This is an optimization exercise on Yosys and OpenROAD, whose aim is small area and a short achievable clock period, not a production implementation.
RTL that was checked went through simulation tests only; none was proved equivalent to the original.
No driver is modelled on the clock port, so clock power and skew are understated where the tree is cut down; a real chip needs a root buffer or a tree.

// cmd_check
module cmd_check (
    input  wire        clk,
    input  wire        rst,           
    input  wire        in_valid,
    input  wire [31:0] in_data,       
    input  wire        in_last,       
    input  wire [2:0]  in_nbytes,     
    input  wire        queue_full,    
    input  wire [3:0]  mode,          
    output reg         res_valid,
    output reg         res_proto,     
    output wire [7:0]  res_status,
    output wire [15:0] res_opcode,
    output wire [15:0] res_tag,
    output wire        res_prio
);
For scale: about 110 flip-flops, ~87 I/O pins, about 9500 sq um of cells after synthesis.
export LEC_CHECK = 0
export CAP_MARGIN = 20
export CORE_MARGIN = 2
export CORE_UTILIZATION = 60
export SLEW_MARGIN = 20
create_clock -name core_clock -period 12.0 [get_ports {clk}]
standard.sh (not shown) runs the stock make flow with config.mk's settings and CLKGATE_MAP_FILE= SYNTH_SCRIPT=/design/flow/synth_recipe.tcl, a recipe that flattens the netlist after the stock synthesis.
==> flow/flow/run.sh <==
#!/bin/bash
# Own layout flow: the standard layout (standard.sh), with
# - the clock tree rebuilt after clock tree synthesis as one level of
#   clkbuf_16 buffers, each driving a group of nearby flip-flops, all four
#   driven from the clock port (flow/clock_tree.tcl, run as ORFS's
#   POST_CTS_TCL hook);
# - ORFS's timing repair after global routing (and after clock tree
#   synthesis) aiming for setup slack well above zero, so that the achieved
#   period comes out short; repair may resize a cell to any footprint;
# - the ports buffered with buf_2 cells.
# The SDC, clock period and every other setting are the standard flow's.
set -euo pipefail
here=$(pwd)
margin=$(cat "$here/flow/setup_margin.txt")
export POST_CTS_TCL="$here/flow/post_cts.tcl"
bash standard.sh "SETUP_SLACK_MARGIN=$margin" "MATCH_CELL_FOOTPRINT=0" \
    "BUFFER_PORTS_ARGS=-buffer_cell sky130_fd_sc_hd__buf_2" \
    "POST_CTS_TCL=$here/flow/post_cts.tcl" finish \
    > "$here/standard_sh.log" 2>&1
Other scripts of this flow, unchanged in this note and not shown: flow/flow/clock_tree.tcl, flow/flow/post_cts.tcl, flow/flow/setup_margin.txt
==> next run, changes <==
--- a/flow/design.v
+++ b/flow/design.v
@@ -58,17 +58,17 @@
     endfunction
     localparam [2:0] S_H0 = 3'd0, S_H1 = 3'd1, S_H2 = 3'd2,
                      S_FULL = 3'd4, S_PART = 3'd5, S_DONE = 3'd6;
     reg  [2:0]  nxt;           
     reg  [2:0]  cur;           
     reg         xh;            
     reg         v;             
     reg         l1, q1;        
-    reg         mok1;          
+    reg  [3:0]  m1;            
     reg         nbok1;         
     reg         fin1;          
     reg  [31:0] x;
     reg  [10:0] cnt;           
     reg  [1:0]  r;             
     reg  [15:0] op_r, tag_r;   
     reg         prio_r;
     reg         over_r;        
@@ -455,17 +455,17 @@
                         xh            ? 32'hFFFFFFFF : c32_n;
     wire [3:1]  lanes = {!n_part, !n_part | (r == 2'd3), !n_part | r[1]};
     wire [31:0] x_n   = base ^ (in_data & {{8{lanes[3]}}, {8{lanes[2]}},
                                            {8{lanes[1]}}, 8'hFF});
     always @(posedge clk) begin
         v     <= take;
         l1    <= in_last;
         q1    <= queue_full;
-        mok1  <= mode_ok(op_r, mode);
+        m1    <= mode;
         nbok1 <= in_nbytes[2] | (n_part && (in_nbytes[1:0] >= r));
         if (rst)
             nxt <= S_H0;
         else if (take)
             nxt <= nxt_n;
         cur  <= nxt;
         fin1 <= n_part | ((nxt == S_FULL) & cnt0 & (r == 2'd0));
         p1   <= in_data[0];
@@ -496,17 +496,17 @@
         if (!hok)                       status = ST_BAD_CRC;
         else if (over_r)                status = ST_LENGTH_EXCEEDS;
         else if (q1)                    status = ST_QUEUE_FULL;
         else if (!vrf)                  status = ST_OUT_OF_RANGE;
         else if (!pay || !len6)         status = ST_BAD_LENGTH;
         else if (!cok)                  status = ST_BAD_CRC;
         else if (!op_known(op_r))       status = ST_BAD_OPCODE;
         else if (!lenok_r)              status = ST_BAD_LENGTH;
-        else if (!mok1)                 status = ST_WRONG_MODE;
+        else if (!mode_ok(op_r, m1))    status = ST_WRONG_MODE;
         else                            status = ST_OK;
     end
     always @(posedge clk) begin
         if (v & h1) begin
             vrf_r   <= hz1;
             cnt     <= x[28:18];
             r       <= x[17:16];
             over_r  <= (x[31:16] > 16'd4096);
What happened: The new run went through all stages and came out clean. Core utilization goes down by 1.8 points. Area after synthesis goes up by a few percent. Cell area went up by a few percent.
Only the layout flow was run in the second run of this note; the RTL was not checked for function there.

## afterwards: timing with drivers on the ports
Ports are ideal in the flow. The routed layouts listed here were re-timed in OpenROAD. Step 1, drivers: a clkbuf_16 drives clk and a buf_2 each remaining input, both assumed. Step 2 moves the port delays by t, midway between the first and last clock arrival at a register: inputs arrive t later, outputs are due t later. That takes back most of the time a late clock gives input paths. Slacks: no drivers / after step 1 / after step 2; pairs: no drivers / after step 1.
run	shift t [ns]	setup slack, ns	worst setup path at the end	clock arrival spread, ns
the first run	0.263	8.778 / 8.712 / 8.586	input to register	0.020 / 0.021
the second run	0.270	8.773 / 8.720 / 8.579	input to register	0.012 / 0.012
After both steps every run listed still meets setup and hold. For the second run, which loses most, drivers alone change the setup slack by -0.053 ns; drivers and shift together by -0.194 ns.
